What follows belongs to an exercise in optimizing a design on an open flow for small area, a short achievable clock period and few clock cycles per item; a production flow would make more cautious choices. In this exercise RTL edits were held to simulation tests only and were not proved equivalent to the original. No activity file was given, so power comes from the tool's default toggle rates.

File: flow/design.v
module rule_engine (
    input  wire        clk,
    input  wire        rst,             
    input  wire        start,           
    input  wire [1:0]  fault_override,  
    input  wire [1:0]  fault_action,    
    output wire        ready,
    output wire        done,            
    output wire [1:0]  verdict,         
    output wire [7:0]  rule_code,
    output wire        fault,           
    output wire [5:0]  last_pc,         
    output wire [10:0] cycles,          
    output wire [5:0]  i_addr,
    input  wire [31:0] i_data,
    output wire [3:0]  k_addr,
    input  wire [63:0] k_data,
    output wire [5:0]  f_sel,
    input  wire [63:0] f_data,
    input  wire        f_absent
);
    localparam OP_PASS = 6'h00, OP_FLAG = 6'h01, OP_HOLD = 6'h02, OP_LDF = 6'h03,
               OP_LDK  = 6'h04, OP_LDI  = 6'h05, OP_MOV  = 6'h06, OP_ADD = 6'h07,
               OP_SUB  = 6'h08, OP_MUL  = 6'h09, OP_DIV  = 6'h0A, OP_MDV = 6'h0B,
               OP_MIN  = 6'h0C, OP_MAX  = 6'h0D, OP_ABS  = 6'h0E, OP_AND = 6'h0F,
               OP_OR   = 6'h10, OP_SHL  = 6'h11, OP_SHR  = 6'h12, OP_JMP = 6'h13,
               OP_BR   = 6'h14, OP_BRI  = 6'h15, OP_BAB  = 6'h16, OP_BBS = 6'h17;
    localparam M0 = 4'd0, M1 = 4'd1, MSTEP = 4'd2, CHECK = 4'd3, NRM_H = 4'd4,
               NRM_L = 4'd5, DSTEP = 4'd6, FINAL = 4'd7, ALIGN = 4'd8, BULK = 4'd9,
               SH_L = 4'd10, SH_H = 4'd11;
    localparam [63:0] SMAX = 64'h7FFF_FFFF_FFFF_FFFF;
    localparam [63:0] SMIN = 64'h8000_0000_0000_0000;
    function [4:0] cost;
        input [5:0] o;
        begin
            case (o)
                OP_PASS, OP_FLAG, OP_HOLD: cost = 5'd2;
                OP_LDF:                    cost = 5'd4;
                OP_MUL:                    cost = 5'd3;
                OP_DIV:                    cost = 5'd20;
                OP_MDV:                    cost = 5'd24;
                OP_JMP, OP_BR, OP_BRI, OP_BAB, OP_BBS: cost = 5'd2;
                default:                   cost = 5'd1;
            endcase
        end
    endfunction
    function [6:0] bitlen;
        input [63:0] v;
        reg [63:0] t;
        reg [6:0]  n;
        begin
            t = v; n = 7'd0;
            if (t[63:32] == 32'd0) begin n = n + 7'd32; t = t << 32; end
            if (t[63:48] == 16'd0) begin n = n + 7'd16; t = t << 16; end
            if (t[63:56] == 8'd0)  begin n = n + 7'd8;  t = t << 8;  end
            if (t[63:60] == 4'd0)  begin n = n + 7'd4;  t = t << 4;  end
            if (t[63:62] == 2'd0)  begin n = n + 7'd2;  t = t << 2;  end
            if (!t[63])            begin n = n + 7'd1;  t = t << 1;  end
            if (!t[63])            n = n + 7'd1;
            bitlen = 7'd64 - n;
        end
    endfunction
    reg         run;             
    reg  [1:0]  fo, fa_set;      
    reg         fault_pend;      
    reg  [5:0]  fa;              
    reg  [5:0]  fpc;             
    reg  [5:0]  want;            
    reg         fstop;           
    reg         v0;
    reg  [31:0] ir0;
    reg  [5:0]  pc0;
    reg  [5:0]  fsel0;
    reg         v1;
    reg  [31:0] ir1;
    reg  [5:0]  pc1;
    reg  [3:0]  ra_sel, rb_sel;
    reg  [6:0]  shamt1;
    reg  [10:0] cyc_e;           
    reg  [10:0] cyc_p2;          
    reg  [63:0] x [0:15];
    reg  [15:0] rv;              
    reg  [3:0]  md;
    reg  [63:0] H, L;
    reg  [6:0]  cnt, kk;
    reg  [6:0]  mb;              
    reg  [6:0]  samt;            
    reg         sgn, ovf, capd;
    wire [5:0]  op1   = ir1[31:26];
    wire [3:0]  xd1   = ir1[25:22];
    wire [3:0]  xb1   = ir1[17:14];
    wire [2:0]  cond1 = ir1[25:23];
    wire [5:0]  tgt1  = ir1[5:0];
    wire [63:0] imm16 = {{48{ir1[15]}}, ir1[15:0]};
    wire [63:0] imm10 = {{54{ir1[17]}}, ir1[17:8]};
    wire is_mul = (op1 == OP_MUL);
    wire is_div = (op1 == OP_DIV);
    wire is_mdv = (op1 == OP_MDV);
    wire is_md  = is_mul | is_div | is_mdv;
    wire is_end1 = (op1 == OP_PASS) | (op1 == OP_FLAG) | (op1 == OP_HOLD);
    wire is_brc1 = (op1 == OP_BR) | (op1 == OP_BRI) | (op1 == OP_BBS) | (op1 == OP_BAB);
    wire [63:0] ra = rv[ra_sel] ? x[ra_sel] : 64'd0;
    wire [63:0] rb = rv[rb_sel] ? x[rb_sel] : 64'd0;
    wire za = (ra == 64'd0);
    wire zb = (rb == 64'd0);
    reg  [63:0] opa, opb;
    reg         cin;
    always @* begin
        opa = ra; opb = rb; cin = 1'b0;
        if (is_md) begin
            case (md)
                M0: begin opa = ra ^ {64{ra[63]}}; opb = 64'd0; cin = ra[63]; end
                M1, MSTEP: begin
                    opa = H;
                    opb = L[0] ? (rb ^ {64{rb[63]}}) : 64'd0;
                    cin = L[0] & rb[63];
                end
                CHECK: begin opa = H; opb = rb[63] ? rb : ~rb; cin = ~rb[63]; end
                DSTEP: begin opa = {H[62:0], L[63]}; opb = rb[63] ? rb : ~rb; cin = ~rb[63]; end
                default: begin opa = L ^ {64{sgn}}; opb = 64'd0; cin = sgn; end
            endcase
        end else begin
            case (op1)
                OP_SUB, OP_MIN, OP_MAX, OP_BR: begin opb = ~rb; cin = 1'b1; end
                OP_BRI: begin opb = ~imm10; cin = 1'b1; end
                OP_ABS: begin opa = ra ^ {64{ra[63]}}; opb = 64'd0; cin = ra[63]; end
                default: ;
            endcase
        end
    end
    wire [64:0] sum = {1'b0, opa} + {1'b0, opb} + {64'd0, cin};
    wire [63:0] s   = sum[63:0];
    wire        c64 = sum[64];
    wire        lt  = opa[63] ^ opb[63] ^ c64;           
    wire        aov = (opa[63] == opb[63]) & (s[63] != opa[63]);
    wire [63:0] addsat = aov ? (opa[63] ? SMIN : SMAX) : s;
    wire [63:0] abssat = (ra[63] & s[63]) ? SMAX : s;
    reg  [63:0] sh_hi, sh_lo_v;
    always @* begin
        sh_hi = (op1 == OP_SHL) ? ra : {64{ra[63]}};
        sh_lo_v = ((op1 == OP_SHR) | (op1 == OP_BBS)) ? ra : 64'd0;
        if (is_md) begin
            case (md)
                ALIGN, SH_L: begin sh_hi = H;     sh_lo_v = L;     end
                SH_H:        begin sh_hi = 64'd0; sh_lo_v = H;     end
                NRM_H:       begin sh_hi = 64'd0; sh_lo_v = L;     end
                default:     begin sh_hi = L;     sh_lo_v = 64'd0; end    
            endcase
        end
    end
    wire [6:0]  sh_amt = is_md ? samt : shamt1;
    wire [127:0] sh_all = {sh_hi, sh_lo_v} >> sh_amt;
    wire [63:0] fout = sh_all[63:0];
    wire [63:0] bcmp = (op1 == OP_BRI) ? imm10 : rb;
    wire        eq   = (ra == bcmp);
    reg         cond_ok;
    always @* begin
        case (cond1)
            3'd0: cond_ok = eq;
            3'd1: cond_ok = !eq;
            3'd2: cond_ok = lt;
            3'd3: cond_ok = lt | eq;
            3'd4: cond_ok = !(lt | eq);
            default: cond_ok = !lt;
        endcase
    end
    reg taken;
    always @* begin
        case (op1)
            OP_BR, OP_BRI: taken = cond_ok;
            OP_BBS:        taken = fout[0];
            OP_BAB:        taken = f_absent;
            default:       taken = 1'b0;
        endcase
    end
    wire redirect = run & v1 & taken;
    wire fault0  = (is_div | is_mdv) & zb;
    wire short0  = !fault0 & (za | (is_mul & zb));
    wire [6:0]  blL = bitlen((md == ALIGN || md == BULK) ? H : L);
    wire [7:0]  dnum = {1'b0, blL} - {1'b0, mb} + 8'd1;               
    wire        dpos = !dnum[7] & (dnum != 8'd0);
    wire md_zero = (md == M0 & short0) | (md == M1 & is_mdv & zb) | (md == M1 & is_div & !dpos);
    wire md_fin  = md_zero | (md == FINAL);
    wire fault_now = run & !fault_pend & v1 & is_md & (md == M0) & fault0;
    wire e_fin  = v1 & (!is_md | md_fin);
    wire e_adv  = !v1 | e_fin;
    wire adv0   = v0 & e_adv & !redirect;
    wire [6:0]  blB = bitlen(rb ^ {64{rb[63]}});
    wire [63:0] mdres = (ovf | L[63]) ? (sgn ? SMIN : SMAX) : s;
    reg [63:0] wd;
    reg        wr;
    always @* begin
        wr = 1'b1;
        case (op1)
            OP_LDF:         wd = f_absent ? 64'd0 : f_data;
            OP_LDK:         wd = k_data;
            OP_LDI:         wd = imm16;
            OP_MOV:         wd = ra;
            OP_ADD, OP_SUB: wd = addsat;
            OP_MIN:         wd = lt ? ra : rb;
            OP_MAX:         wd = lt ? rb : ra;
            OP_ABS:         wd = abssat;
            OP_AND:         wd = ra & rb;
            OP_OR:          wd = ra | rb;
            OP_SHL, OP_SHR: wd = fout;
            OP_MUL, OP_DIV, OP_MDV: begin
                wd = md_zero ? 64'd0 : mdres;
                wr = md_fin & !fault0;
            end
            default: begin wd = 64'd0; wr = 1'b0; end
        endcase
    end
    wire wen = run & !fault_pend & v1 & wr;
    wire e_safe  = !v1 | (!is_md & !is_brc1) | (is_md & md == FINAL);
    wire [5:0] op0 = ir0[31:26];
    wire is_end0 = (op0 == OP_PASS) | (op0 == OP_FLAG) | (op0 == OP_HOLD);
    wire done_e  = v1 & is_end1;
    wire done_f  = v0 & is_end0 & e_safe;
    assign done  = run & (fault_pend | done_e | done_f);
    assign ready = !run | done;
    wire [1:0] fverd = (fo == 2'd1) ? 2'd2 : (fo == 2'd2) ? 2'd1 : (fo == 2'd3) ? 2'd0 :
                       (fa_set == 2'd1) ? 2'd1 : (fa_set == 2'd2) ? 2'd0 : 2'd2;
    wire from1 = fault_pend | done_e;
    wire [31:0] irx = done_e ? ir1 : ir0;
    assign verdict   = fault_pend ? fverd : irx[27:26];
    assign rule_code = fault_pend ? 8'hFF : ((irx[31:26] == OP_PASS) ? 8'd0 : irx[7:0]);
    assign fault     = fault_pend;
    assign last_pc   = from1 ? pc1 : pc0;
    assign cycles    = from1 ? cyc_e : cyc_p2;
    wire [5:0] i_op   = i_data[31:26];
    wire i_is_jmp = (i_op == OP_JMP);
    wire i_is_end = (i_op == OP_PASS) | (i_op == OP_FLAG) | (i_op == OP_HOLD);
    wire acc = !fstop & (fpc == want) & (!v0 | adv0);
    wire [5:0] want_n  = redirect ? tgt1 : acc ? (i_is_jmp ? i_data[5:0] : want + 6'd1) : want;
    wire       fstop_n = redirect ? 1'b0 : (fstop | (acc & i_is_end));
    wire [5:0] fa_n    = fstop_n ? 6'd0 : ((fa == want_n) ? want_n + 6'd1 : want_n);
    assign i_addr = fa;
    assign k_addr = ir0[3:0];
    assign f_sel  = fsel0;
    wire [5:0] op0c = ir0[31:26];
    always @(posedge clk) begin
        fpc <= fa;
        if (wen) begin
            x[xd1]  <= wd;
            rv[xd1] <= 1'b1;
        end
        if (rst) begin
            run        <= 1'b0;
            v0         <= 1'b0;
            v1         <= 1'b0;
            fault_pend <= 1'b0;
            fstop      <= 1'b0;
            fa         <= 6'd0;
        end else if (!run || done) begin
            v0         <= 1'b0;
            v1         <= 1'b0;
            fault_pend <= 1'b0;
            fstop      <= 1'b0;
            if (start) begin
                run    <= 1'b1;
                fa     <= 6'd1;
                want   <= 6'd0;
                rv     <= 16'd0;
                cyc_e  <= 11'd32;
                cyc_p2 <= 11'd34;
                fo     <= fault_override;
                fa_set <= fault_action;
            end else begin
                run    <= 1'b0;
                fa     <= 6'd0;
            end
        end else begin
            if (v1 & is_md & !fault_pend) begin
                case (md)
                M0: if (!fault0 && !short0) begin
                        L      <= s;
                        H      <= 64'd0;
                        sgn    <= ra[63] ^ rb[63];
                        ovf    <= 1'b0;
                        mb     <= blB;
                        rb_sel <= is_mdv ? xd1 : xb1;
                        md     <= M1;
                    end
                M1: begin
                        if (is_div) begin
                            samt <= dnum[6:0];
                            kk   <= dnum[6:0];
                            md   <= NRM_H;
                        end else begin
                            H   <= {c64, s[63:1]};
                            L   <= {s[0], L[63:1]};
                            kk  <= blL;
                            cnt <= blL - 7'd1;
                            if (is_mdv) sgn <= sgn ^ rb[63];
                            if (blL == 7'd1) begin
                                md     <= is_mul ? ALIGN : BULK;
                                rb_sel <= xb1;
                                samt   <= 7'd63;
                            end else
                                md <= MSTEP;
                        end
                    end
                MSTEP: begin
                        H    <= {c64, s[63:1]};
                        L    <= {s[0], L[63:1]};
                        cnt  <= cnt - 7'd1;
                        samt <= 7'd64 - kk;
                        if (cnt == 7'd1) begin
                            md     <= is_mul ? ALIGN : BULK;
                            rb_sel <= xb1;
                        end
                    end
                ALIGN: begin                         
                        L   <= fout;
                        ovf <= ({1'b0, blL} + {1'b0, kk}) >= 8'd65;
                        md  <= FINAL;
                    end
                BULK: begin                          
                        if (!dpos) begin
                            cnt <= kk;
                            md  <= DSTEP;
                        end else if ({1'b0, kk} + dnum <= 8'd64) begin
                            samt <= dnum[6:0];
                            capd <= 1'b0;
                            md   <= SH_L;
                        end else begin
                            samt <= 7'd64 - kk;
                            capd <= 1'b1;
                            md   <= SH_L;
                        end
                    end
                SH_L: begin
                        L  <= fout;
                        md <= SH_H;
                    end
                SH_H: begin
                        H   <= fout;
                        kk  <= kk + samt;
                        cnt <= kk + samt;
                        md  <= capd ? CHECK : DSTEP;
                    end
                CHECK: begin
                        if (c64) begin               
                            if (kk == 7'd64) begin
                                ovf <= 1'b1;
                                md  <= FINAL;
                            end else begin
                                H  <= {1'b0, H[63:1]};
                                L  <= {H[0], L[63:1]};
                                kk <= kk + 7'd1;
                            end
                        end else begin
                            cnt <= kk;
                            md  <= DSTEP;
                        end
                    end
                NRM_H: begin                         
                        H  <= fout;
                        md <= NRM_L;
                    end
                NRM_L: begin                         
                        L   <= fout;
                        cnt <= kk;
                        md  <= DSTEP;
                    end
                DSTEP: begin
                        H   <= c64 ? s : {H[62:0], L[63]};
                        L   <= {L[62:0], c64};
                        cnt <= cnt - 7'd1;
                        if (cnt == 7'd1)
                            md <= FINAL;
                    end
                default: ;
                endcase
            end
            if (fault_now) begin
                fault_pend <= 1'b1;
                v0         <= 1'b0;
                fstop      <= 1'b1;
                fa         <= 6'd0;
            end else begin
                if (adv0) begin
                    ir1    <= ir0;
                    pc1    <= pc0;
                    v1     <= 1'b1;
                    ra_sel <= ir0[21:18];
                    rb_sel <= ir0[17:14];
                    md     <= M0;
                    shamt1 <= (op0c == OP_SHL) ? (7'd64 - {1'b0, ir0[5:0]}) :
                              (op0c == OP_BBS) ? {1'b0, ir0[13:8]} : {1'b0, ir0[5:0]};
                    cyc_e  <= cyc_e + {6'd0, cost(op0c)};
                    cyc_p2 <= cyc_e + {6'd0, cost(op0c)} + 11'd2;
                end else if (e_fin)
                    v1 <= 1'b0;
                if (acc) begin
                    ir0   <= i_data;
                    pc0   <= fpc;
                    fsel0 <= (i_op == OP_BAB) ? i_data[13:8] : i_data[5:0];
                end
                v0    <= (acc & !redirect) | (v0 & !adv0 & !redirect);
                want  <= want_n;
                fstop <= fstop_n;
                fa    <= fa_n;
            end
        end
    end
endmodule
File: flow/run.sh
#!/bin/bash
# synth_recipe.tcl (not shown) runs the flow's synth.tcl, then flattens the netlist and writes it again
# the make line also repeats each setting of config.mk as NAME=value (left out here)
make -C /OpenROAD-flow-scripts/flow DESIGN_CONFIG=/design/flow/config.mk WORK_HOME=/design/flow/orfs CLKGATE_MAP_FILE= SYNTH_SCRIPT=/design/flow/synth_recipe.tcl finish
File: flow/config.mk
export PLATFORM = sky130hd
export DESIGN_NAME = rule_engine
export DESIGN_NICKNAME = rule_engine
export VERILOG_FILES = /design/flow/design.v
export SDC_FILE = /design/flow/constraint.sdc
export NUM_CORES = 4
export LEC_CHECK = 0
export ABC_CLOCK_PERIOD_IN_PS = 4000
export CAP_MARGIN = 20
export CORE_MARGIN = 2
export CORE_UTILIZATION = 32
export GPL_ROUTABILITY_DRIVEN = 1
export PLACE_DENSITY = 0.45
export SETUP_SLACK_MARGIN = 5
export SLEW_MARGIN = 20
File: flow/constraint.sdc
create_clock -name core_clock -period 16.0 [get_ports {clk}]
set_input_delay 3.2000 -clock core_clock [delete_from_list [all_inputs] [get_ports {clk}]]
set_output_delay 3.2000 -clock core_clock [all_outputs]
set_load 0.01 [all_outputs]
==> results.txt <==
Hold WC Path Type=register to register; VDD IR max=between 0.0001 and 0.00015 V; main combinational cell family by area after synthesis=compound AO/OA/AOI/OAI gates; Synth Flop Type=edfxtp_1; period utilization=0.678; Fin Setup TNS=0 ns; Worst Path Arrival=11.33 ns; Antenna Violating Nets Remaining=0; Die H=559 um; # DRC=0; P&R area growth vs syn=16.0%; Synth Area in Compound Gates=0.214; Yosys cell types=approximately 110; clk sink count=1,357; register area share after synthesis=0.409; Core ar.=306,000 sq um; Starting Density=0.322; synthesis-stage register bit count=1,357; hpwl dp=~470,000 um; gr ovfl total=0; commonest cells after routing, fill and taps aside=edfxtp_1 (1,311), o21ai_0 (921), nand2_1 (904), nor2_1 (587), a21oi_1 (570); Synth Cell Area=98,400 sq um; I/O Pins=214; Slew @ Worst Pin=roughly 1.4 ns; nets=9,833; Max stage delay on crit path=0.80 ns; Critical-path top delay cell=mux4_2; via count=around 94k; multiplexer area fraction after synthesis=0.172; adder-cell area share of the yosys netlist=0.0179; share of synthesized registers carrying an async set or reset=0; DRT iter0 DRCs=14.6k; Mapped Avg Cell Area=10.4 sq um; CTS H-tree lvls=4; EDFF count, synth=1,311; share of layout cells above drive strength 1=0.186; Rel. slew slack=0.0642; Synth warnings=1; Initial DRT Pass Iterations=9; Static Leak=39.1 nW; endpoints failing hold=0; global-route wire length before repair=823,000 um; DR vias/cell=around 7; Final min period=~11 ns; CP max FO=29; Final Max Slew Viols=0; wire per inst=between 40 and 50 um; RSZ-0062 raised after global routing=no; synthesized net count=9,762; vias in the first global route=about 87k; CP bufs+invs=7; Max Clock Freq=roughly 0.092 GHz; CP startpoint kind=register; Crit path required time=16.49 ns; cell mode on critical path=buf_4; Gate Count Post-Synth=9,459; post-synthesis simple-gate area fraction=0.111; port bufs=between 200 and 250; Max Cap Violations=0; CTS tree=built; largest net degree at the start of global routing=149; Root Buffer=clkbuf_16; Placer Congestion=about 1.0; site row count=203; Final Util=0.373; Routed WL=630,000 um; clock latency (worst-skew pair)=0.90 ns; status=no timing/DRC/antenna violations; delay-heaviest family, CP=compound AO/OA/AOI/OAI gates; Synth Area in XOR/XNOR=0.0335; CTS clock-pin slew for the worst setup and hold paths=0.06 ns; worst setup path class=register to register; Finish-stage setup viols=0; pwr/cell area=72.8 nW/um^2; commonest non-fill, non-tap cell in the layout=edfxtp_1; initial antenna violation count=92; Worst Setup End Kind=register; overall global routing resource usage=0.391; Die X=559 um; die area=312,000 sq um; Post-CTS Hold Fix Bufs=0; TritonCTS Buffers=164; Clock Path Buffers=4; skew final=0.0741 ns; number of fill cells=a little over 30k
-- flip-flops by register name, indices dropped and copies added, names as in the netlist, 3 cells and up, named ones only --
name / count
fa: 6
H: 64
cyc_p2: 11
want: 6
ir0: 32
rv: 16
ra_sel: 3
mb: 7
samt: 7
pc1: 6
shamt1: 7
L: 64
md: 4
x: 1024
rb_sel: 4
fpc: 6
cyc_e: 10
pc0: 6
fsel0: 6
ir1: 29
cnt: 7
kk: 7
-- power breakdown --
part	leakage, nW	internal (mW)	total [mW]	switching, mW
clock network	2.66	2.29	3.92	1.63
registers	12.4	3.85	3.87	0.0149
logic	24.1	0.188	0.525	0.336
total	39.1	6.33	8.31	1.98
-- metal layers --
metal | global-route usage | routed length [um] | vias to the layer above
met5 | 0 | 218 | -
met1 | 0.484 | 238000 | 48200
met3 | 0.133 | 71800 | 1692
met2 | 0.566 | 263000 | 6679
li1 | - | - | 37600
met4 | 0.285 | 56300 | 34
-- metrics by stage --
step	setup slack (ns)	instance area, sq um	instances	total power [mW]	hold slack [ns]
floorplan	4.93	98500	9459	4.21	0.393
global placement	2.84	107000	13400	4.45	0.408
detailed placement	2.89	107000	13400	4.45	0.408
CTS	5.01	113000	13700	8.35	0.422
global route	4.98	114000	13800	8.50	0.429
finish	5.15	114000	13800	8.31	0.420
-- worst reg2reg max path, cell delays in order, from the launching register on --
cell      delay [ns]
dfxtp_4         0.71
mux4_2          0.71
mux4_2          0.80
buf_4           0.39
clkinv_2        0.45
buf_4           0.50
xnor2_1         0.20
nand2_1         0.24
nand2_1         0.15
o21ai_0         0.13
o21ai_0         0.43
ha_1            0.36
and3_1          0.22
and4_1          0.22
a22o_1          0.31
a211oi_2        0.22
buf_4           0.25
o21ai_0         0.14
buf_4           0.18
a21o_2          0.40
o21ai_1         0.38
buf_4           0.28
xor2_4          0.18
a21oi_4         0.61
buf_4           0.51
o221ai_1        0.20
a31oi_1         0.79
nand3_2         0.52
-- cells in the mapped netlist (67+ instances only) --
library cell | number | share of area
edfxtp_1 | 1311 | 0.40
o21ai_0 | 958 | 0.049
nand2_1 | 925 | 0.035
nor2_1 | 633 | 0.024
clkbuf_1 | 629 | 0.024
a21oi_1 | 590 | 0.030
mux4_2 | 533 | 0.12
mux2i_1 | 394 | 0.040
a22oi_1 | 312 | 0.024
nand3_1 | 236 | 0.012
xnor2_1 | 228 | 0.020
xor2_1 | 148 | 0.013
buf_1 | 143 | 0.0055
a221oi_1 | 141 | 0.013
o211ai_1 | 135 | 0.010
ha_1 | 125 | 0.016
a211oi_1 | 121 | 0.0092
a21o_1 | 106 | 0.0081
inv_1 | 101 | 0.0039
nor3_1 | 96 | 0.0049
a222oi_1 | 89 | 0.0090
nand4_1 | 86 | 0.0055
mux2_2 | 78 | 0.0089
o221ai_1 | 78 | 0.0069
a22o_1 | 77 | 0.0069
o22ai_1 | 76 | 0.0048
a31oi_1 | 72 | 0.0046
nor4_1 | 67 | 0.0043
-- cell type report --
cell class              instances  area [sq um]  area share
clock buffers                 192          4270      0.0374
inverters                     103           388     0.00340
multi-input cells            7103         55700       0.488
clock inverters               103          1200      0.0105
repair buffers                801          7100      0.0622
flip-flops and latches       1357         40300       0.353
diodes                         45           113    0.000986
well taps                    4100          5130      0.0449
-- kinds of logic after synthesis --
kind of cell | Yosys count
and+or+nand+nor | 2386
DFF | 1357
AOI/OAI and AO/OA | 3197
buffers and inverters | 1000
muxes | 1008
adders and majority gates | 135
xor gates and xnor gates | 376
-- final timing paths --
kind / startpoint / end / slack [ns] / cells past startpoint
max: register / x[9][51] / 5.15 / 27
min: ir0[22] / ir1[22] / 0.42 / 0
max reg2reg: register / x[9][51] / 5.15 / 27
min reg2reg: ir0[22] / ir1[22] / 0.42 / 0
-- timing repair --
action | in CTS | in global routing
gates resized for setup | 61 | 38
hold endpoints to repair | 0 | 0
buffers inserted | 20 | 30
endpoints found under the setup margin | 2294 | 2112
pin swaps | 12 | 8
cloned | 1 | 0
Testbench counts, summed over its fixed seeds: cycles 23,160, rows 1,200.

[port drivers added, routing unchanged]
Ports are ideal in the flow. The routed layout listed here was re-timed in OpenROAD. Step 1: set_driving_cell puts a clkbuf_16 on clk and a buf_2 on each other input, an assumption about the parent block. Step 2 moves the port delays by t, midway between the first and last clock arrival at a register: inputs arrive t later, outputs are due t later. That takes back most of the time a late clock gives input paths. Three values: ideal, step 1, step 2; two values: the first two.
shift t [ns]: 0.964
slack for setup (ns): 5.153 / 5.153 / 5.153
cell pins on the clock port's net: 1
After both steps this run still meets setup and hold. The setup slack of this run moves by 0.000 ns with the drivers and by 0.000 ns with both steps.
